This design comes from an exercise in tuning for small area and a short achievable clock period on the open sky130 flow, not from production work.
Where RTL was checked, it was by simulation tests only, not by an equivalence proof against the original.
Function not checked in runs 1 and 3 to 5: the RTL went through the layout flow alone.

## flow/design.v (module list and top-level ports; edited modules follow where they fit)
// module fpfma: 253 lines
// module fpfma_pp: 1148 lines
// module fpfma_lzc: 386 lines
module fpfma (
    input  wire        clk,
    input  wire        rst_n,
    input  wire        in_valid,
    input  wire [1:0]  in_op,
    input  wire [1:0]  in_rnd,
    input  wire        in_ftz,
    input  wire        in_canon,
    input  wire [31:0] in_a,
    input  wire [31:0] in_b,
    input  wire [31:0] in_c,
    output reg         out_valid,
    output reg  [31:0] out_result,
    output reg  [4:0]  out_flags
);
  // ...
==> flow/flow/run.sh <==
#!/bin/bash
# The standard layout (the standard.sh, standard synthesis included),
# with one change: the buffers that buffer_ports puts on the input and
# output ports are sky130_fd_sc_hd__buf_2 instead of the delay buffer
# (clkdlybuf4s50_1) the resizer picks by default.  Every port still gets
# its own buffer.  make's output goes to flow.log; each ORFS step keeps its
# own log under orfs/logs/.
set -euo pipefail
bash standard.sh "BUFFER_PORTS_ARGS=-buffer_cell sky130_fd_sc_hd__buf_2" finish > flow.log 2>&1
==> flow/standard.sh <==
#!/bin/bash
# synth_recipe.tcl (not shown) runs the flow's synth.tcl, then flattens the netlist and writes it again
# the make line also repeats each setting of config.mk as NAME=value (left out here)
make -C /OpenROAD-flow-scripts/flow DESIGN_CONFIG=/design/flow/config.mk WORK_HOME=/design/flow/orfs CLKGATE_MAP_FILE= SYNTH_SCRIPT=/design/flow/synth_recipe.tcl "${@:-finish}"
==> flow/config.mk <==
export PLATFORM = sky130hd
export DESIGN_NAME = fpfma
export DESIGN_NICKNAME = fpfma
export VERILOG_FILES = /design/flow/design.v
export SDC_FILE = /design/flow/constraint.sdc
export NUM_CORES = 4
export LEC_CHECK = 0
export ABC_AREA = 1
export CAP_MARGIN = 40
export CORE_MARGIN = 2
export CORE_UTILIZATION = 55
export SLEW_MARGIN = 60
==> flow/constraint.sdc <==
create_clock -name core_clock -period 28.0 [get_ports {clk}]
set_input_delay 5.6000 -clock core_clock [delete_from_list [all_inputs] [get_ports {clk}]]
set_output_delay 5.6000 -clock core_clock [all_outputs]
set_load 0.01 [all_outputs]
==> reports/qor.yml, run 1 <==
run_status:
  outcome: "timing/DRC/antenna clean"
critical_path:
  r2r_start: "r_ye0"
  r2r-end: "m_z[4]"
  r2r_cells: 24
  crit_buf_inv: 7
  crit_arrival_ps: 7400
  critical_path_class: "reg -> reg"
cts:
  cts_tree: "yes"
  cts_resized: 0
  post-cts-setup-buffers: 0
  clkLatencyLatePin_ps: 650
  cts.sink_count: 491
routing:
  drt-met1-wl_mm: 66.85
  detail_route.wl_per_cell_um: 23.36
cells_and_area:
  final-clk-cell-share_pct: 4.027
  fillers: 7580
  clock_buffers: 66
  signal_buffers: 223
  antenna_cells: 5
  layout_commonest_cell: "nand2_1"
floorplan:
  nWellTaps: 1050
  core_area_um2: 78870
global_route:
  grt_max_degree: 68
  grt_pass1_vias: 41170
timing:
  slew-limit-headroom_pct: 54.02
  tns_ps: 0
  max_freq_mhz: 145.8
flow_run:
  drv_cap: 0
hold_path:
  min_to: "n_specres[14]"
  hold_depth: 0
placement:
  io_buffer_count: 142
logic_synthesis:
  synth_top_family_by_area: "simple AND/OR/NAND/NOR gates"
  synth_compound_area_share_pct: 11.27
  yosys_warnings: 1
==> module fpfma, before the edit <==
module fpfma (
    input  wire        clk,
    input  wire        rst_n,
    input  wire        in_valid,
    input  wire [1:0]  in_op,
    input  wire [1:0]  in_rnd,
    input  wire        in_ftz,
    input  wire        in_canon,
    input  wire [31:0] in_a,
    input  wire [31:0] in_b,
    input  wire [31:0] in_c,
    output reg         out_valid,
    output reg  [31:0] out_result,
    output reg  [4:0]  out_flags
);
    localparam integer B = 2;
    localparam integer W = B + 74;
    wire        in_addsub = ~in_op[1];
    wire        in_mul    = (in_op == 2'd2);
    wire [31:0] in_y = in_addsub ? 32'h3F80_0000 : in_b;
    wire [31:0] in_z = in_addsub ? in_b : (in_mul ? {in_a[31] ^ in_b[31], 31'd0} : in_c);
    wire        a_e0 = (in_a[30:23] == 8'd0), a_e1 = &in_a[30:23];
    wire        b_e0 = (in_b[30:23] == 8'd0), b_e1 = &in_b[30:23];
    wire        c_e0 = (in_c[30:23] == 8'd0);
    wire        in_xe0 = a_e0;
    wire        in_ye0 = ~in_addsub & b_e0;
    wire        in_ye1 = ~in_addsub & b_e1;
    wire        in_ze0 = in_addsub ? b_e0 : (in_mul | c_e0);
    wire        a_f0 = (in_a[22:0] == 23'd0), b_f0 = (in_b[22:0] == 23'd0), c_f0 = (in_c[22:0] == 23'd0);
    wire        in_den = in_ftz & ((a_e0 & ~a_f0) | (b_e0 & ~b_f0) | (in_op == 2'd3 & c_e0 & ~c_f0));
    wire [22:0] in_fx = in_a[22:0] & {23{~(in_ftz & in_xe0)}};
    wire [22:0] in_fy = in_y[22:0] & {23{~(in_ftz & in_ye0)}};
    reg        r_valid;
    reg [1:0]  r_rnd;
    reg        r_ftz, r_canon, r_zneg;
    reg        r_sx, r_sy, r_xe0, r_ye0, r_xe1, r_ye1;
    reg [22:0] r_fx, r_fy;
    reg [7:0]  r_ex, r_ey;
    reg        r_ze0, r_den;
    reg [31:0] r_z;
    always @(posedge clk) begin
        r_valid <= rst_n & in_valid;
        r_rnd   <= in_rnd;
        r_ftz   <= in_ftz;
        r_canon <= in_canon;
        r_zneg  <= (in_op == 2'd1);
        r_sx    <= in_a[31];
        r_sy    <= in_y[31];
        r_xe0   <= in_xe0;
        r_ye0   <= in_ye0;
        r_xe1   <= a_e1;
        r_ye1   <= in_ye1;
        r_fx    <= in_fx;
        r_fy    <= in_fy;
        r_den   <= in_den;
        r_ex    <= in_a[30:23];
        r_ey    <= in_y[30:23];
        r_ze0   <= in_ze0;
        r_z     <= in_z;
    end
    wire sx = r_sx, sy = r_sy;
    wire sz = r_z[31] ^ r_zneg;
    wire [7:0]  ezf = r_z[30:23];
    wire [22:0] fx = r_fx, fy = r_fy, fz = r_z[22:0];
    wire x_e0 = r_xe0, y_e0 = r_ye0, z_e0 = r_ze0;
    wire x_e1 = r_xe1, y_e1 = r_ye1, z_e1 = &ezf;
    wire x_f0 = (fx == 23'd0), y_f0 = (fy == 23'd0), z_f0 = (fz == 23'd0);
    wire x_nan = x_e1 & ~x_f0, y_nan = y_e1 & ~y_f0, z_nan = z_e1 & ~z_f0;
    wire x_inf = x_e1 & x_f0,  y_inf = y_e1 & y_f0,  z_inf = z_e1 & z_f0;
    wire x_zero = x_e0 & x_f0;
    wire y_zero = y_e0 & y_f0;
    wire z_zero = z_e0 & (z_f0 | r_ftz);
    wire [23:0] mx = {~x_e0, fx};
    wire [23:0] my = {~y_e0, fy};
    wire [23:0] mz = {~z_e0, fz & {23{~(z_e0 & r_ftz)}}};
    wire [10:0] exy = {3'd0, r_ex[7:1], r_ex[0] | x_e0} + {3'd0, r_ey[7:1], r_ey[0] | y_e0};
    wire [10:0] ez  = {3'd0, ezf[7:1], ezf[0] | z_e0};
    wire den_in = r_den;
    wire sp       = sx ^ sy;
    wire eff_sub  = sp ^ sz;
    wire any_nan  = x_nan | y_nan | z_nan;
    wire any_snan = (x_nan & ~fx[22]) | (y_nan & ~fy[22]) | (z_nan & ~fz[22]);
    wire zinf     = (x_inf & y_zero) | (y_inf & x_zero);
    wire p_inf    = (x_inf | y_inf) & ~zinf;
    wire infsub   = p_inf & z_inf & eff_sub;
    wire p_zero   = x_zero | y_zero;
    reg        spec;
    reg [24:0] spec_res;
    always @(*) begin
        spec = 1'b1;
        if (any_nan) begin
            if (r_canon)    spec_res = {3'b011, 22'd0};
            else if (x_nan) spec_res = {sx, 2'b11, fx[21:0]};
            else if (y_nan) spec_res = {sy, 2'b11, fy[21:0]};
            else            spec_res = {r_z[31], 2'b11, fz[21:0]};
        end
        else if (zinf | infsub)    spec_res = {3'b011, 22'd0};
        else if (p_inf)            spec_res = {sp, 2'b10, 22'd0};
        else if (z_inf)            spec_res = {sz, 2'b10, 22'd0};
        else if (p_zero & z_zero)  spec_res = {eff_sub ? (r_rnd == 2'd3) : sp, 24'd0};
        else begin                 spec_res = 25'd0; spec = 1'b0; end
    end
    wire spec_inv = (any_nan & (any_snan | zinf)) | (~any_nan & (zinf | infsub));
    wire signed [10:0] sh_raw = $signed(exy - ez) - 11'sd100;
    wire        anchor_z = p_zero | (~z_zero & (sh_raw <= 11'sd0));
    wire        sh_big = ~sh_raw[10] & (sh_raw[9:7] != 3'd0);
    wire signed [10:0] tb = anchor_z ? $signed(ez - 11'd1) : $signed(exy - 11'd101);
    wire [W+24:0] zext = {mz, {(W+1){1'b0}}} >> sh_raw[6:0];
    wire [W-1:0]  zwin = anchor_z ? {mz, {(W-24){1'b0}}} :
                         (sh_big ? {W{1'b0}} : zext[W+24:25]);
    reg  [4:0]    ztz;
    integer q;
    always @(*) begin
        ztz = 5'd24;
        for (q = 23; q >= 0; q = q - 1)
            if (mz[q]) ztz = q;
    end
    wire          zstk = ~anchor_z & (ztz != 5'd24) & (sh_raw >= $signed({6'd0, ztz}) + (W - 23));
    wire [W:0]   zrow = {zwin, zstk} ^ {(W+1){eff_sub}};
    wire [W+1:0] px, py;
    fpfma_pp tree (.a(mx), .b(my), .x(px), .y(py));
    reg         m_valid;
    reg [W+1:0] m_px, m_py;
    reg [W:0]   m_z;
    reg signed [10:0] m_tb;
    reg         m_sp, m_effsub, m_ftz, m_den, m_spec, m_inv;
    reg [1:0]   m_rnd;
    reg [24:0]  m_specres;
    always @(posedge clk) begin
        m_valid   <= rst_n & r_valid;
        m_px      <= px;
        m_py      <= py;
        m_z       <= zrow;
        m_tb      <= tb;
        m_sp      <= sp;
        m_effsub  <= eff_sub;
        m_ftz     <= r_ftz;
        m_den     <= den_in;
        m_spec    <= spec;
        m_inv     <= spec_inv;
        m_rnd     <= r_rnd;
        m_specres <= spec_res;
    end
    wire [W+1:0] zr2  = {m_effsub, m_z};
    wire [W+1:0] s2_s = m_px ^ m_py ^ zr2;
    wire [W+1:0] s2_c = {(m_px[W:0] & m_py[W:0]) | (m_px[W:0] & zr2[W:0]) | (m_py[W:0] & zr2[W:0]), 1'b0};
    wire [W+1:0] cp_p = s2_s ^ s2_c;
    wire [W+1:0] cp_g = s2_s & s2_c;
    reg  [W+1:0] gg, pp;    
    integer k, lv;
    always @(*) begin
        gg = cp_g;
        pp = cp_p;
        for (lv = 1; lv < 128; lv = lv * 2)
            for (k = 0; k <= W + 1; k = k + 1)
                if ((k / lv) % 2 == 1) begin
                    gg[k] = gg[k] | (pp[k] & gg[(k / lv) * lv - 1]);
                    pp[k] = pp[k] & pp[(k / lv) * lv - 1];
                end
    end
    wire [W+1:0] c0 = {gg[W:0], 1'b0};
    wire [W+1:0] c1 = {gg[W:0] | pp[W:0], 1'b1};
    wire         neg = m_effsub & (cp_p[W+1] ^ c0[W+1]);
    wire [W:0]   csel = ~m_effsub ? c0[W:0] : (neg ? ~c0[W:0] : c1[W:0]);
    wire [W:0]   mag = cp_p[W:0] ^ csel;
    wire         rsign = m_sp ^ neg;
    wire [6:0]   lim = m_tb[10] ? 7'd0 : ((m_tb > W) ? 7'd127 : m_tb[6:0]);
    wire [W:0]   stopper = (lim > W) ? {(W+1){1'b0}} : ({{W{1'b0}}, 1'b1} << (W - lim));
    wire [6:0]   lzc;
    fpfma_lzc lz (.x(mag | stopper), .z(lzc));
    wire         mag_zero = ~|mag;
    reg         n_valid;
    reg [W:0]   n_mag;
    reg [6:0]   n_lzc;
    reg         n_zero;
    reg signed [10:0] n_tb;
    reg         n_rsign, n_ftz, n_den, n_spec, n_inv;
    reg [1:0]   n_rnd;
    reg [24:0]  n_specres;
    always @(posedge clk) begin
        n_valid   <= rst_n & m_valid;
        n_mag     <= mag;
        n_lzc     <= lzc;
        n_zero    <= mag_zero;
        n_tb      <= m_tb;
        n_rsign   <= rsign;
        n_ftz     <= m_ftz;
        n_den     <= m_den;
        n_spec    <= m_spec;
        n_inv     <= m_inv;
        n_rnd     <= m_rnd;
        n_specres <= m_specres;
    end
    wire [W:0]   nv6 = n_lzc[6] ? {n_mag[W-64:0], 64'd0} : n_mag;
    wire [W:0]   nv5 = n_lzc[5] ? {nv6[W-32:0], 32'd0} : nv6;
    wire [W:0]   nv4 = n_lzc[4] ? {nv5[W-16:0], 16'd0} : nv5;
    wire [W:0]   nv3 = n_lzc[3] ? {nv4[W-8:0], 8'd0} : nv4;
    wire [W:0]   nv2 = n_lzc[2] ? {nv3[W-4:0], 4'd0} : nv3;
    wire [W:0]   nv1 = n_lzc[1] ? {nv2[W-2:0], 2'd0} : nv2;
    wire [W:0]   nrm = n_lzc[0] ? {nv1[W-1:0], 1'd0} : nv1;
    wire [23:0]  n_m  = nrm[W:W-23];
    wire         n_g  = nrm[W-24];
    wire         n_g2 = nrm[W-25];
    wire         n_st = (|nv5[W-57:0]) | (|nv4[W-41:W-56]) | (|nv3[W-33:W-40]) |
                        (|nv2[W-29:W-32]) | (|nv1[W-27:W-28]) | nrm[W-26];
    function rnd_inc;
        input [1:0] mode;
        input       s, lsb, g, st;
        begin
            case (mode)
                2'd0: rnd_inc = g & (st | lsb);
                2'd1: rnd_inc = 1'b0;
                2'd2: rnd_inc = ~s & (g | st);
                default: rnd_inc = s & (g | st);
            endcase
        end
    endfunction
    wire         inc    = rnd_inc(n_rnd, n_rsign, n_m[0], n_g, n_g2 | n_st);
    wire         inc24  = rnd_inc(n_rnd, n_rsign, n_g, n_g2, n_st);
    wire         inexact = n_g | n_g2 | n_st;
    wire         tiny   = ~n_m[23] & ~(n_m[22] & (&n_m[21:0]) & n_g & inc24);
    wire signed [10:0] eb = n_m[23] ? (n_tb - $signed({4'd0, n_lzc}) + 11'sd1) : 11'sd0;
    wire [33:0]  rr = {eb, n_m[22:0]} + {33'd0, inc};
    wire         ovf = ~rr[33] & (rr[32:23] >= 10'd255);
    wire         to_max = (n_rnd == 2'd1) | (n_rnd == 2'd3 & ~n_rsign) | (n_rnd == 2'd2 & n_rsign);
    reg [31:0] res;
    reg [4:0]  flg;
    always @(*) begin
        flg = {n_den, 4'b0000};
        if (n_spec) begin
            res = {n_specres[24], {8{n_specres[23]}}, n_specres[22:0]};
            flg[0] = n_inv;
        end else if (n_zero) begin
            res = {(n_rnd == 2'd3), 31'd0};
        end else if (n_ftz & tiny) begin
            res = {n_rsign, 31'd0};
            flg[4:2] = 3'b111;
        end else if (ovf) begin
            res = to_max ? {n_rsign, 31'h7F7F_FFFF} : {n_rsign, 31'h7F80_0000};
            flg[3] = 1'b1;
            flg[1] = 1'b1;
        end else begin
            res = {n_rsign, rr[30:0]};
            flg[3] = inexact;
            flg[2] = tiny & inexact;
        end
    end
    always @(posedge clk) begin
        out_valid  <= rst_n & n_valid;
        out_result <= res;
        out_flags  <= flg;
    end
endmodule
==> run 2, diff against run 1 <==
--- a/flow/design.v
+++ b/flow/design.v
@@ -118,3 +118,3 @@
     wire          zstk = ~anchor_z & (ztz != 5'd24) & (sh_raw >= $signed({6'd0, ztz}) + (W - 23));
-    wire [W:0]   zrow = {zwin, zstk} ^ {(W+1){eff_sub}};
+    wire [W:0]   zrow = {zwin, zstk};
     wire [W+1:0] px, py;
@@ -127,6 +127,6 @@
     reg [1:0]   m_rnd;
-    reg [24:0]  m_specres;
+    reg [2:0]   m_specres;
     always @(posedge clk) begin
         m_valid   <= rst_n & r_valid;
-        m_px      <= px;
+        m_px      <= {px[W+1:26], spec ? spec_res[21:0] : px[25:4], px[3:0]};
         m_py      <= py;
@@ -141,5 +141,5 @@
         m_rnd     <= r_rnd;
-        m_specres <= spec_res;
+        m_specres <= spec_res[24:22];
     end
-    wire [W+1:0] zr2  = {m_effsub, m_z};
+    wire [W+1:0] zr2  = {m_effsub, m_z ^ {(W+1){m_effsub}}};
     wire [W+1:0] s2_s = m_px ^ m_py ^ zr2;
@@ -178,6 +178,6 @@
     reg [1:0]   n_rnd;
-    reg [24:0]  n_specres;
+    reg [2:0]   n_specres;
     always @(posedge clk) begin
         n_valid   <= rst_n & m_valid;
-        n_mag     <= mag;
+        n_mag     <= {mag[W:23], m_spec ? m_px[25:4] : mag[22:1], mag[0]};
         n_lzc     <= lzc;
@@ -230,3 +230,3 @@
         if (n_spec) begin
-            res = {n_specres[24], {8{n_specres[23]}}, n_specres[22:0]};
+            res = {n_specres[2], {8{n_specres[1]}}, n_specres[0], n_mag[22:1]};
             flg[0] = n_inv;
==> flow/flow/run.sh (replaced) <==
#!/bin/bash
# The standard layout (the standard.sh, standard synthesis included),
# with two changes to how it is made:
#  - the buffers that buffer_ports puts on the input and output ports are
#    sky130_fd_sc_hd__buf_2 instead of the delay buffer (clkdlybuf4s50_1)
#    the resizer picks by default; every port still gets its own buffer;
#  - repair_timing works with a setup margin of 21.3 ns, so that it speeds
#    up every path slower than 6.7 ns instead of only those that miss the
#    28 ns clock.  The clock, its period and the SDC are unchanged.
# make's output goes to flow.log; each ORFS step keeps its own log under
# orfs/logs/.
set -euo pipefail
bash standard.sh "BUFFER_PORTS_ARGS=-buffer_cell sky130_fd_sc_hd__buf_2" \
    "SETUP_SLACK_MARGIN=21.3" finish > flow.log 2>&1
==> run 2 against run 1 <==
  * Still clean on timing, DRC and antenna
  * Register-to-register slack better by 500 ps
  * Wire length down 1.6%
  * Sequential share of layout area down 1.7 points
  * Cell count is 0.19% higher
  * Maximum frequency up 2.5%
  * Cell area is 0.77% lower
  * Critical path depth shrank 23
  * Non-clock buffer count decreased by 4
  * Synthesized cell count increased by 0.47%
  * Highest routed layer unchanged
==> reports/qor.yml, run 2 <==
floorplan:
  die_h_um: 284.7  # was 286.3 um
  core_area_um2: 77720  # was 78870 um^2
  die_w_um: 284.7  # was 286.3 um
  start_util_pct: 55.76  # was 55.56%
  fp-row-count: 102  # was 103
  die_area_um2: 81060  # was 81950 um^2
  pin_count: 143  # unchanged
hold_path:
  worstHoldPathType: "reg -> reg"  # unchanged
  hp-start: "m_specres[2]"  # was m_specres[14]
routing:
  vias_per_cell: 5.897  # was 5.941
  drc: 0  # unchanged
  dr.first_iter.drc_count: 5398  # was 4950
  detail_route.wl_per_cell_um: 22.94  # was 23.36 um
  vias: 43810  # was 44050
  ant_nets: 0  # unchanged
  wirelength_mm: 170.4  # was 173.2 mm
  drt_pass1_iterations: 7  # was 10
global_route:
  grt_usage_pct: 41.13  # was 41.40%
  grt_pass1_vias: 41080  # was 41170
  grt_max_degree: 62  # was 68
  antenna_found_initial: 5  # was 14
  grt_pass1_wl_mm: 254.4  # was 254.9 mm
  overflow: 0  # unchanged
critical_path:
  cp-start-kind: "flip-flop"  # unchanged
  slowest_delay_ps: 340  # was 600 ps
  cp-end-kind: "primary output"  # was flip-flop
  crit_buf_inv: 1  # was 7
  cp_max_fo: 1  # was 52
  startpoint: "out_result[1]"  # was r_ye0
  crit_arrival_ps: 1090  # was 7400 ps
  r2r_start: "m_effsub"  # was r_ye0
  critical_path_class: "reg -> out"  # was reg -> reg
  required_ps: 22400  # was 28540 ps
  cp_slowest_cell: "dfxtp_2"  # was clkinv_1
  cp_top_family: "flip-flops"  # was simple AND/OR/NAND/NOR gates
  worstPathCellList: "buf_6"  # was buf_4 -> or2_2 -> ha_1 -> fa_1 -> xor2_1 -> ha_1 -> xor2_1 -> buf_4 -> clkinv_2 -> nand3_1 -> inv_1 -> or2_2 -> nand2_1 -> clkinv_1 -> nor2_1 -> nand3_1 -> nor3_1 -> o21ai_0 -> nand2_1 -> buf_4 -> nor2_2 -> buf_4 -> nand2_1 -> xor2_1
cts:
  cts_buffers: 50  # was 54
  post-cts-setup-buffers: 0  # unchanged
  clock-root-buffer: "clkbuf_16"  # unchanged
  clkLatencyLatePin_ps: 640  # was 650 ps
  cts.sink_count: 447  # was 491
  clkSlewWorstSetupHoldPaths_ps: 60  # was 70 ps
  cts_buffer_depth: 3  # unchanged
  cts_tree: "yes"  # unchanged
  htreeDepth: 2  # unchanged
cells_and_area:
  fin_nets: 6917  # was 6887
  area_growth_pct: 8.482  # was 8.120%
  finalCoreUtilization_pct: 60.49  # was 60.08%
  layout.cells.most_common_list: "1374 x nand2_1, 984 x inv_1, 564 x nor2_1"  # was 1525 x nand2_1, 795 x inv_1, 630 x nand3_1
  layout_commonest_cell: "nand2_1"  # unchanged
  drive_gt1_share_pct: 7.875  # was 7.799%
  reg.largest.list: "m_z (77), n_mag (77)"  # unchanged
logic_synthesis:
  synthTopCellsByArea: "dfxtp_1 21%, fa_1 14%, nand2_1 12%"  # was dfxtp_1 22%, fa_1 14%, nand2_1 13%
  synth_edf_count: 0  # unchanged
  ys_seq_area_share_pct: 20.65  # was 22.43%
  syn_area_per_cell_um2: 6.788  # was 6.896 um^2
  yosys_warnings: 1  # unchanged
  synth_commonest_cells: "1383 x nand2_1, 1003 x inv_1, 569 x nor2_1, 483 x nand3_1, 447 x dfxtp_1"  # was 1530 x nand2_1, 809 x inv_1, 630 x nand3_1, 534 x nor2_1, 491 x dfxtp_1
  synth_area_um2: 43340  # was 43820 um^2
  synth_most_common_cell: "nand2_1"  # unchanged
  yosys_register_bits: 447  # was 491
  synth_top_area_share_pct: 20.65  # was 22.43%
  synth_cell_type_count: 60  # unchanged
  synth.net_count: 6955  # was 6925
  postSynthCellCount: 6385  # was 6355
  synthArstFlopShare_pct: 0  # unchanged
  ys.flop_type: "dfxtp_1"  # unchanged
  synth_top_area_cell: "dfxtp_1"  # unchanged
timing:
  max_freq_mhz: 149.4  # was 145.8 MHz
  final-setup-viol-count: 0  # unchanged
  hold_slack_ps: 306.3  # was 325.7 ps
  slew-limit-headroom_pct: 58.23  # was 54.02%
  slew_violations: 0  # unchanged
  hold_viol_final: 0  # unchanged
  worstMarginPinSlew_ps: 621.8  # was 688.8 ps
  layout_setup_ws_ps: 21310  # was 21140 ps
  grt_setup_unrepaired: "true"  # was false
  period_needed_ps: 6692  # was 6860 ps
  clock_skew_ps: 67.31  # was 50.48 ps
  period_share_pct: 23.90  # was 24.50%
  tns_ps: 0  # unchanged
placement:
  io_buffer_count: 142  # unchanged
  hpwl_mm: 132.9  # was 134.5 mm
  gp_congestion: 1.045  # was 1.062
  post-place-ws_ps: 20890  # was 20870 ps
run_status:
  outcome: "timing/DRC/antenna clean"  # unchanged
flow_run:
  drv_cap: 0  # unchanged
## run 2: final timing paths
kind                                      end  slack, ps  cells after the start
worst max-delay path            out_result[1]      21310                      1
worst min-delay path             n_specres[2]        310                      0
worst max register to register       n_lzc[0]      21640                     33
worst min register to register   n_specres[2]        310                      0
## run 2: cell type report
type                            instances  area (um^2)
Inverter                             1051         3986
Tap cell                             1040         1301
Sequential cell                       447         8975
Timing Repair Buffer                  219         1454
Clock inverter                         30        533.0
Multi-Input combinational cell       4578        29410
Antenna cell                            2        5.005
Fill cell                            7380        30710
Clock buffer                           62         1356
## run 2: logic make-up after synthesis
| family | count (synthesis) | share of synthesized area [%] |
|---|---|---|
| xor+xnor | 431 | 8.710 |
| compound gates | 969 | 13.12 |
| flops | 447 | 20.65 |
| simple gates | 2709 | 26.64 |
| buf+inv | 1361 | 12.07 |
| fa+ha+maj | 465 | 18.74 |
| mux | 3 | 0.06929 |
## run 2: stage by stage
| step | instances | area, um^2 |
|---|---|---|
| floorplan | 6385 | 43340 |
| global placement | 7331 | 44640 |
| detailed placement | 7334 | 44890 |
| CTS | 7426 | 46850 |
| global route | 7427 | 47010 |
| finish | 7429 | 47020 |
## run 2: repair_timing
action | in CTS | in global routing
setup endpoints to repair | 30 | 105
gates resized for setup | 19 | 30
cloned | 0 | 1
hold buffers | 0 | 0
## run 2: per-layer routing
metal  vias up  global-route usage, %  routed length [um]
li1      20270                      -                   -
met4         8                  25.05               13290
met3       612                  7.681               17290
met5         -                      0                  49
met2      2642                  63.32               72940
met1     20270                  53.60               66850
==> run 3, diff against run 2 <==
--- a/flow/design.v
+++ b/flow/design.v
@@ -28,6 +28,2 @@
     wire        in_ze0 = in_addsub ? b_e0 : (in_mul | c_e0);
-    wire        a_f0 = (in_a[22:0] == 23'd0), b_f0 = (in_b[22:0] == 23'd0), c_f0 = (in_c[22:0] == 23'd0);
-    wire        in_den = in_ftz & ((a_e0 & ~a_f0) | (b_e0 & ~b_f0) | (in_op == 2'd3 & c_e0 & ~c_f0));
-    wire [22:0] in_fx = in_a[22:0] & {23{~(in_ftz & in_xe0)}};
-    wire [22:0] in_fy = in_y[22:0] & {23{~(in_ftz & in_ye0)}};
     reg        r_valid;
@@ -38,3 +34,3 @@
     reg [7:0]  r_ex, r_ey;
-    reg        r_ze0, r_den;
+    reg        r_ze0;
     reg [31:0] r_z;
@@ -52,5 +48,4 @@
         r_ye1   <= in_ye1;
-        r_fx    <= in_fx;
-        r_fy    <= in_fy;
-        r_den   <= in_den;
+        r_fx    <= in_a[22:0];
+        r_fy    <= in_y[22:0];
         r_ex    <= in_a[30:23];
@@ -69,7 +64,8 @@
     wire x_inf = x_e1 & x_f0,  y_inf = y_e1 & y_f0,  z_inf = z_e1 & z_f0;
-    wire x_zero = x_e0 & x_f0;
-    wire y_zero = y_e0 & y_f0;
+    wire x_sub = x_e0 & ~x_f0, y_sub = y_e0 & ~y_f0, z_sub = z_e0 & ~z_f0;
+    wire x_zero = x_e0 & (x_f0 | r_ftz);
+    wire y_zero = y_e0 & (y_f0 | r_ftz);
     wire z_zero = z_e0 & (z_f0 | r_ftz);
-    wire [23:0] mx = {~x_e0, fx};
-    wire [23:0] my = {~y_e0, fy};
+    wire [23:0] mx = {~x_e0, fx & {23{~(x_e0 & r_ftz)}}};
+    wire [23:0] my = {~y_e0, fy & {23{~(y_e0 & r_ftz)}}};
     wire [23:0] mz = {~z_e0, fz & {23{~(z_e0 & r_ftz)}}};
@@ -77,3 +73,3 @@
     wire [10:0] ez  = {3'd0, ezf[7:1], ezf[0] | z_e0};
-    wire den_in = r_den;
+    wire den_in = r_ftz & (x_sub | y_sub | z_sub);
     wire sp       = sx ^ sy;
--- a/flow/config.mk
+++ b/flow/config.mk
@@ -10,3 +10,3 @@
 export CORE_MARGIN = 2
-export CORE_UTILIZATION = 55
+export CORE_UTILIZATION = 45
 export SLEW_MARGIN = 60
==> run 3 against run 2 <==
  * Area after synthesis rose by 0.76%
  * Still clean on timing, DRC and antenna
  * Core utilization shrank 11 points
  * Setup slack got worse by 3.1 ps
==> reports/qor.yml, run 3 <==
global_route:
  use_met3_pct: 4.860  # was 7.681%
  grt_pass1_wl_mm: 261.5  # was 254.4 mm
  antenna_found_initial: 1  # was 5
  overflow: 0  # unchanged
  grt_usage_pct: 34.98  # was 41.13%
  grt_max_degree: 77  # was 62
  use_met2_pct: 54.20  # was 63.32%
  met1_usage_pct: 47.08  # was 53.60%
  grt_pass1_vias: 40500  # was 41080
  grt-busiest-layer: "met2"  # unchanged
timing:
  layout_setup_ws_ps: 21300  # was 21310 ps
  slew_violations: 0  # unchanged
  hold_slack_ps: 324.1  # was 306.3 ps
  grt_setup_unrepaired: "true"  # unchanged
  worstMarginPinSlew_ps: 657.2  # was 621.8 ps
  clock_skew_ps: 48.77  # was 67.31 ps
  period_share_pct: 23.91  # was 23.90%
  period_needed_ps: 6695  # was 6692 ps
  slew-limit-headroom_pct: 55.87  # was 58.23%
  final-setup-viol-count: 0  # unchanged
  hold_viol_final: 0  # unchanged
  max_freq_mhz: 149.4  # about the same
  tns_ps: 0  # unchanged
logic_synthesis:
  synth.net_count: 7035  # was 6955
  synth_top_area_cell: "dfxtp_1"  # unchanged
  syn_area_per_cell_um2: 6.755  # was 6.788 um^2
  synth_mux_area_share_pct: 0.09169  # was 0.06929%
  yosys_register_bits: 446  # was 447
  synth_fa_ha_area_share_pct: 18.60  # was 18.74%
  synth_area_um2: 43670  # was 43340 um^2
  synth_edf_count: 0  # unchanged
  synth_cell_type_count: 64  # was 60
  synthTopCellsByArea: "dfxtp_1 20%, fa_1 14%, nand2_1 12%"  # was dfxtp_1 21%, fa_1 14%, nand2_1 12%
  yosys.area_share.simple_pct: 26.99  # was 26.64%
  ys.flop_type: "dfxtp_1"  # unchanged
  synth_top_family_by_area: "simple AND/OR/NAND/NOR gates"  # unchanged
  yosys_warnings: 1  # unchanged
  ys_seq_area_share_pct: 20.45  # was 20.65%
  synth_top_area_share_pct: 20.45  # was 20.65%
  synthArstFlopShare_pct: 0  # unchanged
  synthXorXnorAreaFrac_pct: 8.664  # was 8.710%
  synth_compound_area_share_pct: 12.67  # was 13.12%
  postSynthCellCount: 6465  # was 6385
  synth_commonest_cells: "1417 x nand2_1, 1045 x inv_1, 568 x nand3_1, 540 x nor2_1, 446 x dfxtp_1"  # was 1383 x nand2_1, 1003 x inv_1, 569 x nor2_1, 483 x nand3_1, 447 x dfxtp_1
  synth_most_common_cell: "nand2_1"  # unchanged
critical_path:
  slowest_delay_ps: 310  # was 340 ps
  rrSetupSlack_ps: 21510  # was 21640 ps
  cp-end-kind: "primary output"  # unchanged
  cp-start-kind: "flip-flop"  # unchanged
  r2r-end: "m_px[25]"  # was n_lzc[0]
  cp_top_family: "flip-flops"  # unchanged
  cp_slowest_cell: "dfxtp_1"  # was dfxtp_2
  crit_arrival_ps: 1100  # was 1090 ps
  crit_cells: 1  # unchanged
  critical_path_class: "reg -> out"  # unchanged
  worstPathCellList: "buf_2"  # was buf_6
  r2r_start: "r_ye0"  # was m_effsub
  r2r_cells: 21  # was 33
  required_ps: 22400  # about the same
  cp_max_fo: 1  # unchanged
  crit_buf_inv: 1  # unchanged
placement:
  hpwl_mm: 141.3  # was 132.9 mm
  post-place-ws_ps: 20980  # was 20890 ps
  io_buffer_count: 142  # unchanged
  dp.cells: 7646  # was 7334
  gp_congestion: 1.037  # was 1.045
cts:
  clkLatencyLatePin_ps: 650  # was 640 ps
  htreeDepth: 2  # unchanged
  cts_buffers: 50  # unchanged
  clock-root-buffer: "clkbuf_16"  # unchanged
  cts_buffer_depth: 3  # unchanged
  post_cts_hold_buffer_count: 0  # unchanged
  clkSlewWorstSetupHoldPaths_ps: 60  # about the same
  cts.sink_count: 446  # was 447
  cts_tree: "yes"  # unchanged
hold_path:
  worstHoldPathType: "reg -> reg"  # unchanged
  min_to: "n_ftz"  # was n_specres[2]
  hold_depth: 0  # unchanged
  hp-start: "m_ftz"  # was m_specres[2]
flow_run:
  drv_cap: 0  # unchanged
cells_and_area:
  area_growth_pct: 9.040  # was 8.482%
  fin_nets: 6998  # was 6917
  drive_gt1_share_pct: 8.006  # was 7.875%
  layout.cells.most_common_list: "1410 x nand2_1, 1028 x inv_1, 568 x nand3_1"  # was 1374 x nand2_1, 984 x inv_1, 564 x nor2_1
  reg.largest.list: "m_z (77), n_mag (77)"  # unchanged
  layout_commonest_cell: "nand2_1"  # unchanged
  instances_no_fill: 7746  # was 7429
  fillers: 10060  # was 7380
  antenna_cells: 0  # was 2
floorplan:
  die_w_um: 315.5  # was 284.7 um
  die_h_um: 315.5  # was 284.7 um
  fp-row-count: 114  # was 102
  die_area_um2: 99550  # was 81060 um^2
  pin_count: 143  # unchanged
  start_util_pct: 45.29  # was 55.76%
  core_area_um2: 96420  # was 77720 um^2
routing:
  wirelength_mm: 178.1  # was 170.4 mm
  dr.first_iter.drc_count: 4992  # was 5398
  detail_route.wl_per_cell_um: 23.00  # was 22.94 um
  ant_nets: 0  # unchanged
  drt_pass1_iterations: 6  # was 7
  vias: 43540  # was 43810
  drc: 0  # unchanged
  vias_per_cell: 5.621  # was 5.897
run_status:
  outcome: "timing/DRC/antenna clean"  # unchanged
[run 3: kinds of logic after synthesis]
kind of cell / Yosys count
XOR/XNOR: 432
adder cells (fa/ha/maj): 465
multiplexers: 4
AO/OA/AOI/OAI: 949
flip-flops: 446
AND/OR/NAND/NOR: 2760
buffers and inverters: 1409
[run 3: through the flow]
stage / cell area, um^2 / util (%)
4_1_cts: 47340 / 49.10
5_1_grt: 47620 / 49.38
3_3_place_gp: 45200 / 46.87
6_report: 47620 / 49.38
3_5_place_dp: 45430 / 47.12
2_1_floorplan: 43670 / -
[run 3: worst max-delay path by stage]
| stage | endpoint | slack, ps | startpoint |
|---|---|---|---|
| after floorplan | r_z[26] | 21650 | in_op[1] |
| after global placement | m_z[39] | 19970 | r_xe0 |
| after detailed placement | r_z[31] | 20980 | in_op[1] |
| after CTS | out_result[7] | 21270 | out_result[7] |
| after global routing | n_lzc[1] | 21230 | m_effsub |
| final | out_result[6] | 21300 | out_result[6] |
[run 3: per-layer routing]
metal  vias to the layer above  routed length [um]
met5                         -                   0
met4                         0               11880
met3                       451               14320
met2                      2170               77090
met1                     20460               74820
li1                      20460                   -
[run 3: what timing repair did]
item	CTS	global route
buffers inserted	0	3
setup endpoints to repair	48	126
gates resized for setup	19	32
gates cloned	0	2
pin swaps	0	1
[run 3: area by class of cell]
| cell class | instances | area (um^2) | area share (%) |
|---|---|---|---|
| clock inverter | 34 | 523.0 | 1.098 |
| multi-input combinational | 4611 | 29490 | 61.93 |
| inverter | 1093 | 4163 | 8.742 |
| sequential | 446 | 8966 | 18.83 |
| clock buffer | 60 | 1319 | 2.770 |
| tap | 1276 | 1597 | 3.353 |
| timing repair buffer | 226 | 1563 | 3.282 |
==> run 4, diff against run 3 <==
--- a/flow/config.mk
+++ b/flow/config.mk
@@ -8,5 +8,5 @@
 export ABC_AREA = 1
-export CAP_MARGIN = 40
+export CAP_MARGIN = 20
 export CORE_MARGIN = 2
 export CORE_UTILIZATION = 45
-export SLEW_MARGIN = 60
+export SLEW_MARGIN = 20
==> run 4 against run 3 <==
  * Core utilization is 0.25 points lower
  * Largest cell class unchanged
  * Global-route usage increased by 0.12 points
  * Flip-flop and latch count stayed put
  * Die area did not move
  * Wire length up 0.43%
  * Cell area fell by 0.51%
  * Area after synthesis did not move
  * Hold slack lost 1.9 ps
  * Maximum frequency rose by 0.27%
==> reports/qor.yml, run 4 <==
routing:
  wirelength_mm: 178.9  # was 178.1 mm
  vias: 43670  # was 43540
  dr.first_iter.drc_count: 5153  # was 4992
  ant_nets: 0  # unchanged
  detail_route.wl_per_cell_um: 23.08  # was 23.00 um
  drt_pass1_iterations: 9  # was 6
  vias_per_cell: 5.635  # was 5.621
  drc: 0  # unchanged
cells_and_area:
  fin_nets: 7000  # was 6998
  fillers: 10080  # was 10060
  area_growth_pct: 8.487  # was 9.040%
  layout.cells.most_common_list: "1413 x nand2_1, 1040 x inv_1, 568 x nand3_1"  # was 1410 x nand2_1, 1028 x inv_1, 568 x nand3_1
  reg.largest.list: "m_z (77), n_mag (77)"  # unchanged
  drive_gt1_share_pct: 7.478  # was 8.006%
  ff_latch_area_um2: 8961  # was 8966 um^2
  multiInputGateArea_um2: 29370  # was 29490 um^2
  layout_commonest_cell: "nand2_1"  # unchanged
critical_path:
  r2r-end: "m_px[24]"  # was m_px[25]
  crit_buf_inv: 1  # unchanged
  cp_max_fo: 1  # unchanged
  crit_arrival_ps: 1080  # was 1100 ps
  cp_slowest_cell: "dfxtp_1"  # unchanged
  cp_top_family: "flip-flops"  # unchanged
  critical_path_class: "reg -> out"  # unchanged
  slowest_delay_ps: 310  # about the same
  worstPathCellList: "buf_2"  # unchanged
  required_ps: 22400  # about the same
  cp-start-kind: "flip-flop"  # unchanged
  r2r_start: "r_ye0"  # unchanged
  rrSetupSlack_ps: 21460  # was 21510 ps
  r2r_cells: 21  # unchanged
  cp-end-kind: "primary output"  # unchanged
placement:
  gp_congestion: 1.037  # unchanged
  hpwl_mm: 141.2  # was 141.3 mm
  io_buffer_count: 142  # unchanged
global_route:
  grt_pass1_wl_mm: 262.2  # was 261.5 mm
  grt_max_degree: 77  # unchanged
  grt_pass1_vias: 40490  # was 40500
  grt_usage_pct: 35.10  # was 34.98%
  antenna_found_initial: 4  # was 1
  overflow: 0  # unchanged
logic_synthesis:
  synth.net_count: 7035  # unchanged
  yosys_register_bits: 446  # unchanged
  synth_commonest_cells: "1417 x nand2_1, 1045 x inv_1, 568 x nand3_1, 540 x nor2_1, 446 x dfxtp_1"  # unchanged
  synth_most_common_cell: "nand2_1"  # unchanged
  synthArstFlopShare_pct: 0  # unchanged
  yosys_warnings: 1  # unchanged
  synthTopCellsByArea: "dfxtp_1 20%, fa_1 14%, nand2_1 12%"  # unchanged
  synth_area_um2: 43670  # unchanged
  synth_edf_count: 0  # unchanged
  synth_top_area_cell: "dfxtp_1"  # unchanged
  ys.flop_type: "dfxtp_1"  # unchanged
  ys_seq_area_share_pct: 20.45  # unchanged
  synth_cell_type_count: 64  # unchanged
  syn_area_per_cell_um2: 6.755  # unchanged
  postSynthCellCount: 6465  # unchanged
  synth_top_area_share_pct: 20.45  # unchanged
hold_path:
  hold_depth: 0  # unchanged
  worstHoldPathType: "reg -> reg"  # unchanged
  min_to: "n_ftz"  # unchanged
  hp-start: "m_ftz"  # unchanged
cts:
  post_cts_hold_buffer_count: 0  # unchanged
  cts.sink_count: 446  # unchanged
  htreeDepth: 2  # unchanged
  cts_buffer_depth: 3  # unchanged
  cts_tree: "yes"  # unchanged
  clkSlewWorstSetupHoldPaths_ps: 60  # about the same
  cts_buffers: 51  # was 50
  clock-root-buffer: "clkbuf_16"  # unchanged
  clkLatencyLatePin_ps: 640  # was 650 ps
timing:
  slew_violations: 0  # unchanged
  hold_slack_ps: 322.3  # was 324.1 ps
  slew-limit-headroom_pct: 26.14  # was 55.87%
  grt_setup_unrepaired: "true"  # unchanged
  clock_skew_ps: 35.64  # was 48.77 ps
  period_share_pct: 23.85  # was 23.91%
  worstMarginPinSlew_ps: 1107  # was 657.2 ps
  period_needed_ps: 6677  # was 6695 ps
  final-setup-viol-count: 0  # unchanged
  hold_viol_final: 0  # unchanged
  tns_ps: 0  # unchanged
  max_freq_mhz: 149.8  # was 149.4 MHz
floorplan:
  die_w_um: 315.5  # unchanged
  pin_count: 143  # unchanged
  start_util_pct: 45.29  # unchanged
  fp-row-count: 114  # unchanged
  core_area_um2: 96420  # unchanged
  die_h_um: 315.5  # unchanged
  die_area_um2: 99550  # unchanged
flow_run:
  drv_cap: 0  # unchanged
run_status:
  outcome: "timing/DRC/antenna clean"  # unchanged
==> run 4: layout make-up <==
cell class	count	area share, %
multi-input combinational	4613	62.00
sequential	446	18.92
inverter	1093	8.742
tap	1276	3.370
timing repair buffer	221	3.127
clock buffer	65	3.019
clock inverter	30	0.7765
timing repair inverter	4	0.04226
antenna	1	0.005282
==> run 4: through the flow <==
step,instances,utilization (%),cell area [um^2],setup WS [ps]
floorplan,6465,-,43670,21650
global placement,7641,46.87,45200,19970
detailed placement,7641,46.87,45200,19770
CTS,7741,48.93,47180,21290
global route,7748,49.13,47370,21280
finish,7749,49.13,47380,21320
==> run 4: kinds of logic (layout without fill, tap and decap cells) <==
logic type / count (synthesis) / in the layout / synth area share (%)
xor+xnor: 432 / 433 / 8.664
compound gates: 949 / 949 / 12.67
simple gates: 2760 / 2762 / 26.99
buf+inv: 1409 / 1413 / 12.54
flops: 446 / 446 / 20.45
other cells: 0 / 1 / 0
fa+ha+maj: 465 / 465 / 18.60
mux: 4 / 4 / 0.09169
==> run 4: repair_timing <==
item / CTS / global route
setup buffers: 2 / 3
setup endpoints to repair: 157 / 149
resized for setup: 35 / 38
cloned: 3 / 4
pin swaps: 1 / 2
hold endpoints to repair: 0 / 0
==> run 4: worst max-delay path by stage <==
stage,startpoint,endpoint,slack [ps],cells after the start
after floorplan,in_op[1],r_z[26],21650,4
after global placement,r_xe0,m_z[39],19970,21
after detailed placement,r_xe0,m_z[53],19770,22
after CTS,out_result[21],out_result[21],21290,1
after global routing,out_result[6],out_result[6],21280,1
final,out_result[21],out_result[21],21320,1
==> run 4: metal layers <==
| layer | up-vias | track usage, % | share of wire [%] |
|---|---|---|---|
| met2 | 2186 | 54.65 | 44 |
| li1 | 20490 | - | - |
| met1 | 20530 | 47.24 | 42 |
| met4 | 4 | 18.98 | 6.5 |
| met3 | 457 | 4.801 | 7.9 |
| met5 | - | 0 | 0.017 |
==> run 5, diff against run 4 <==
==> flow/flow/run.sh (replaced) <==
#!/bin/bash
# The standard layout (the standard.sh) with three changes to how it is
# made:
#  - synthesis is ORFS's (synth_recipe.tcl, so -nofsm -noshare, flattening
#    and renaming as standard) with the ABC area script mapping for area
#    (map -a, flow/abc_area.script) instead of for delay; ABC maps only the
#    logic between registers, so the registers, their names and cell types
#    are those of the standard synthesis;
#  - the buffers that buffer_ports puts on the input and output ports are
#    sky130_fd_sc_hd__buf_2 instead of the delay buffer (clkdlybuf4s50_1)
#    the resizer picks by default; every port still gets its own buffer;
#  - repair_timing works with a setup margin of 21.3 ns, so that it speeds
#    up every path slower than 6.7 ns instead of only those that miss the
#    28 ns clock.  The clock, its period and the SDC are unchanged.
# Each make run's output goes to its own log (synth.log, flow.log); each
# ORFS step keeps its own log under orfs/logs/.
set -euo pipefail
here=$(pwd)
rm -rf "$here/scripts"
cp -r "$FLOW_HOME/scripts" "$here/scripts"
cp "$here/flow/abc_area.script" "$here/scripts/abc_area.script"
bash standard.sh "SCRIPTS_DIR=$here/scripts" synth > synth.log 2>&1
bash standard.sh "SCRIPTS_DIR=$here/scripts" \
    "BUFFER_PORTS_ARGS=-buffer_cell sky130_fd_sc_hd__buf_2" \
    "SETUP_SLACK_MARGIN=21.3" finish > flow.log 2>&1
==> flow/flow/abc_area.script (new file) <==
strash
dch
map -a
topo
stime -c
buffer -c
upsize -c
dnsize -c
==> run 5 against run 4 <==
  * Still clean on timing, DRC and antenna
  * Die area decreased by 5.7%
  * Synthesized cell count decreased by 13%
  * Hold slack improved by 2.5 ps
  * Non-clock buffer count increased by 81
  * Highest routed layer unchanged
==> reports/qor.yml, run 5 <==
logic_synthesis:
  synth_cell_type_count: 81  # was 64
  yosys_register_bits: 446  # unchanged
  synth.net_count: 6204  # was 7035
  synthArstFlopShare_pct: 0  # unchanged
  synth_most_common_cell: "inv_1"  # was nand2_1
  postSynthCellCount: 5634  # was 6465
  ys_seq_area_share_pct: 21.71  # was 20.45%
  synth_top_area_cell: "dfxtp_1"  # unchanged
  synth_edf_count: 0  # unchanged
  synth_commonest_cells: "990 x inv_1, 619 x nand2_1, 551 x nor2_1, 484 x o21ai_0, 446 x dfxtp_1"  # was 1417 x nand2_1, 1045 x inv_1, 568 x nand3_1, 540 x nor2_1, 446 x dfxtp_1
  synthTopCellsByArea: "dfxtp_1 22%, fa_1 15%, inv_1 9.0%"  # was dfxtp_1 20%, fa_1 14%, nand2_1 12%
  syn_area_per_cell_um2: 7.300  # was 6.755 um^2
  synth_area_um2: 41130  # was 43670 um^2
  ys.flop_type: "dfxtp_1"  # unchanged
  synth_top_area_share_pct: 21.71  # was 20.45%
  yosys_warnings: 1  # unchanged
routing:
  wl_met3_mm: 13.33  # was 14.09 mm
  top_layer: "met5"  # unchanged
  met2RoutedLength_mm: 72.85  # was 77.92 mm
  drt-met1-wl_mm: 66.99  # was 75.18 mm
  vias_per_cell: 5.724  # was 5.635
  wirelength_mm: 163.9  # was 178.9 mm
  ant_nets: 0  # unchanged
  detail_route.wl_per_cell_um: 23.63  # was 23.08 um
  dr.first_iter.drc_count: 4865  # was 5153
  vias: 39690  # was 43670
  drt_pass1_iterations: 6  # was 9
  drc: 0  # unchanged
hold_path:
  hp-start: "m_specres[0]"  # was m_ftz
  worstHoldPathType: "reg -> reg"  # unchanged
  hold_depth: 0  # unchanged
  min_to: "n_specres[0]"  # was n_ftz
cts:
  cts.sink_count: 446  # unchanged
  clock-root-buffer: "clkbuf_16"  # unchanged
  cts_buffer_depth: 3  # unchanged
  clkLatencyLatePin_ps: 650  # was 640 ps
  cts_tree: "yes"  # unchanged
  post_cts_hold_buffer_count: 0  # unchanged
  clkSlewWorstSetupHoldPaths_ps: 70  # was 60 ps
  htreeDepth: 2  # unchanged
  cts_buffers: 51  # unchanged
critical_path:
  cp-end-kind: "primary output"  # unchanged
  worstPathCellList: "buf_6"  # was buf_2
  rrSetupSlack_ps: 21330  # was 21460 ps
  slowest_delay_ps: 330  # was 310 ps
  cp-start-kind: "flip-flop"  # unchanged
  cp_slowest_cell: "dfxtp_2"  # was dfxtp_1
  r2r_start: "r_ye0"  # unchanged
  critical_path_class: "reg -> out"  # unchanged
  required_ps: 22400  # about the same
  r2r_cells: 23  # was 21
  r2r-end: "m_px[25]"  # was m_px[24]
  cp_top_family: "flip-flops"  # unchanged
  crit_buf_inv: 1  # unchanged
  crit_arrival_ps: 1090  # was 1080 ps
  cp_max_fo: 1  # unchanged
cells_and_area:
  finalCoreUtilization_pct: 51.83  # was 49.13%
  layout.cells.most_common_list: "967 x inv_1, 614 x nand2_1, 525 x nor2_1"  # was 1413 x nand2_1, 1040 x inv_1, 568 x nand3_1
  reg.largest.list: "m_z (77), n_mag (77)"  # unchanged
  layout_commonest_cell: "inv_1"  # was nand2_1
  fillers: 8960  # was 10080
  drive_gt1_share_pct: 13.47  # was 7.478%
  fin_nets: 6286  # was 7000
  area_growth_pct: 13.78  # was 8.487%
global_route:
  overflow: 0  # unchanged
  antenna_found_initial: 9  # was 4
  grt_usage_pct: 33.75  # was 35.10%
  grt_pass1_wl_mm: 239.5  # was 262.2 mm
  grt_max_degree: 50  # was 77
  grt_pass1_vias: 37050  # was 40490
timing:
  worstMarginPinSlew_ps: 1040  # was 1107 ps
  slew-limit-headroom_pct: 30.57  # was 26.14%
  period_needed_ps: 6693  # was 6677 ps
  period_share_pct: 23.90  # was 23.85%
  tns_ps: 0  # unchanged
  grt_setup_unrepaired: "true"  # unchanged
  slew_violations: 0  # unchanged
  clock_skew_ps: 51.35  # was 35.64 ps
  max_freq_mhz: 149.4  # was 149.8 MHz
  hold_viol_final: 0  # unchanged
  final-setup-viol-count: 0  # unchanged
floorplan:
  core_area_um2: 90290  # was 96420 um^2
  die_area_um2: 93830  # was 99550 um^2
  start_util_pct: 45.55  # was 45.29%
  fp-row-count: 110  # was 114
  die_h_um: 306.3  # was 315.5 um
  pin_count: 143  # unchanged
  die_w_um: 306.3  # was 315.5 um
placement:
  hpwl_mm: 124.3  # was 141.2 mm
  io_buffer_count: 142  # unchanged
  gp_congestion: 1.041  # was 1.037
flow_run:
  drv_cap: 0  # unchanged
run_status:
  outcome: "timing/DRC/antenna clean"  # unchanged
-- run 5: cell count changes after synthesis, moves of 22 or more --
cell	previous run	this run
a22oi_1	11	33
o211ai_1	28	50
a31oi_1	9	38
o21ai_1	11	45
nand3_1	568	102
inv_1	1045	990
nand2_1	1417	619
a211oi_1	3	29
inv_2	38	98
o21ai_0	341	484
xor2_1	336	402
a21oi_1	133	238
-- run 5: metrics by stage --
| stage | worst slack [ps] | instance area [um^2] | hold slack [ps] | instances |
|---|---|---|---|---|
| floorplan | 21300 | 41140 | 309.6 | 5634 |
| global placement | 19490 | 42640 | 311.4 | 6729 |
| detailed placement | 19400 | 42640 | 312.1 | 6729 |
| CTS | 21260 | 45290 | 326.7 | 6870 |
| global route | 21040 | 46790 | 331.2 | 6931 |
| finish | 21310 | 46800 | 324.8 | 6934 |
-- run 5: cell type report --
| cell class | instances | area (um^2) | share of cell area [%] |
|---|---|---|---|
| Clock buffer | 64 | 1416 | 3.027 |
| Inverter | 1099 | 4227 | 9.032 |
| Clock inverter | 28 | 340.3 | 0.7273 |
| Sequential cell | 446 | 8960 | 19.15 |
| Antenna cell | 3 | 7.507 | 0.01604 |
| Timing Repair inverter | 13 | 81.33 | 0.1738 |
| Multi-Input combinational cell | 3803 | 27890 | 59.60 |
| Tap cell | 1176 | 1471 | 3.144 |
| Timing Repair Buffer | 302 | 2401 | 5.131 |
-- run 5: how the worst max path moves through the flow --
stage                        start        endpoint  slack (ps)  cells past startpoint
floorplan                 m_effsub        n_lzc[1]       21300                     43
detailed placement        m_effsub        n_lzc[1]       19400                     43
CTS                       m_effsub        n_lzc[1]       21260                     34
global placement          m_effsub        n_lzc[1]       19490                     43
global route              m_effsub        n_lzc[1]       21040                     40
finish              out_result[14]  out_result[14]       21310                      1
-- run 5: cells by family after synthesis --
| kind of cell | Yosys count | synth area share [%] |
|---|---|---|
| buffers and inverters | 1389 | 12.94 |
| xor gates and xnor gates | 493 | 10.50 |
| and+or+nand+nor | 1490 | 15.59 |
| DFF | 446 | 21.71 |
| muxes | 21 | 0.5111 |
| adders and majority gates | 465 | 19.75 |
| AOI/OAI and AO/OA | 1330 | 19.00 |
-- run 5: metal layers --
layer,vias to the layer above,global-route usage [%]
li1,18300,-
met1,18820,44.67
met2,2102,53.61
met3,454,4.576
met4,10,17.83
met5,-,0
-- run 5: repair_timing --
item / 4_1_cts / 5_1_grt
pin swaps: 17 / 50
cloned: 16 / 10
endpoints found under the setup margin: 258 / 163
buffers inserted: 33 / 51
resized for setup: 96 / 214

==> static timing again, ports no longer ideal <==
In the flow no input, the clock included, has a driving cell. The finished layouts below were timed again as built, in two steps. Step 1 (the two cells are an assumption about what drives the block):
set clk [get_ports {clk}]
set_driving_cell -lib_cell sky130_fd_sc_hd__clkbuf_16 $clk
set_driving_cell -lib_cell sky130_fd_sc_hd__buf_2 [delete_from_list [all_inputs] $clk]
Step 2 adds t to the input delays and takes it off the output delays; t is the mean of the earliest and latest rising clock arrival at the registers after step 1. Input paths then give back, and output paths get back, about the clock's delay inside the block. Three values: ideal, step 1, step 2; two values: the first two.
run | shift t [ns] | setup slack, ns | worst slew at a driven data input, ns
run 1 | 0.697 | 21.140 / 21.140 / 20.785 | 0.04
run 2 | 0.681 | 21.308 / 21.236 / 20.905 | 0.05
run 3 | 0.697 | 21.305 / 21.237 / 20.992 | 0.05
run 4 | 0.694 | 21.323 / 21.254 / 21.097 | 0.06
run 5 | 0.697 | 21.307 / 21.236 / 20.826 | 0.06
After both steps every run listed still meets setup and hold. For run 5, which loses most, drivers alone change the setup slack by -0.071 ns; drivers and shift together by -0.481 ns.
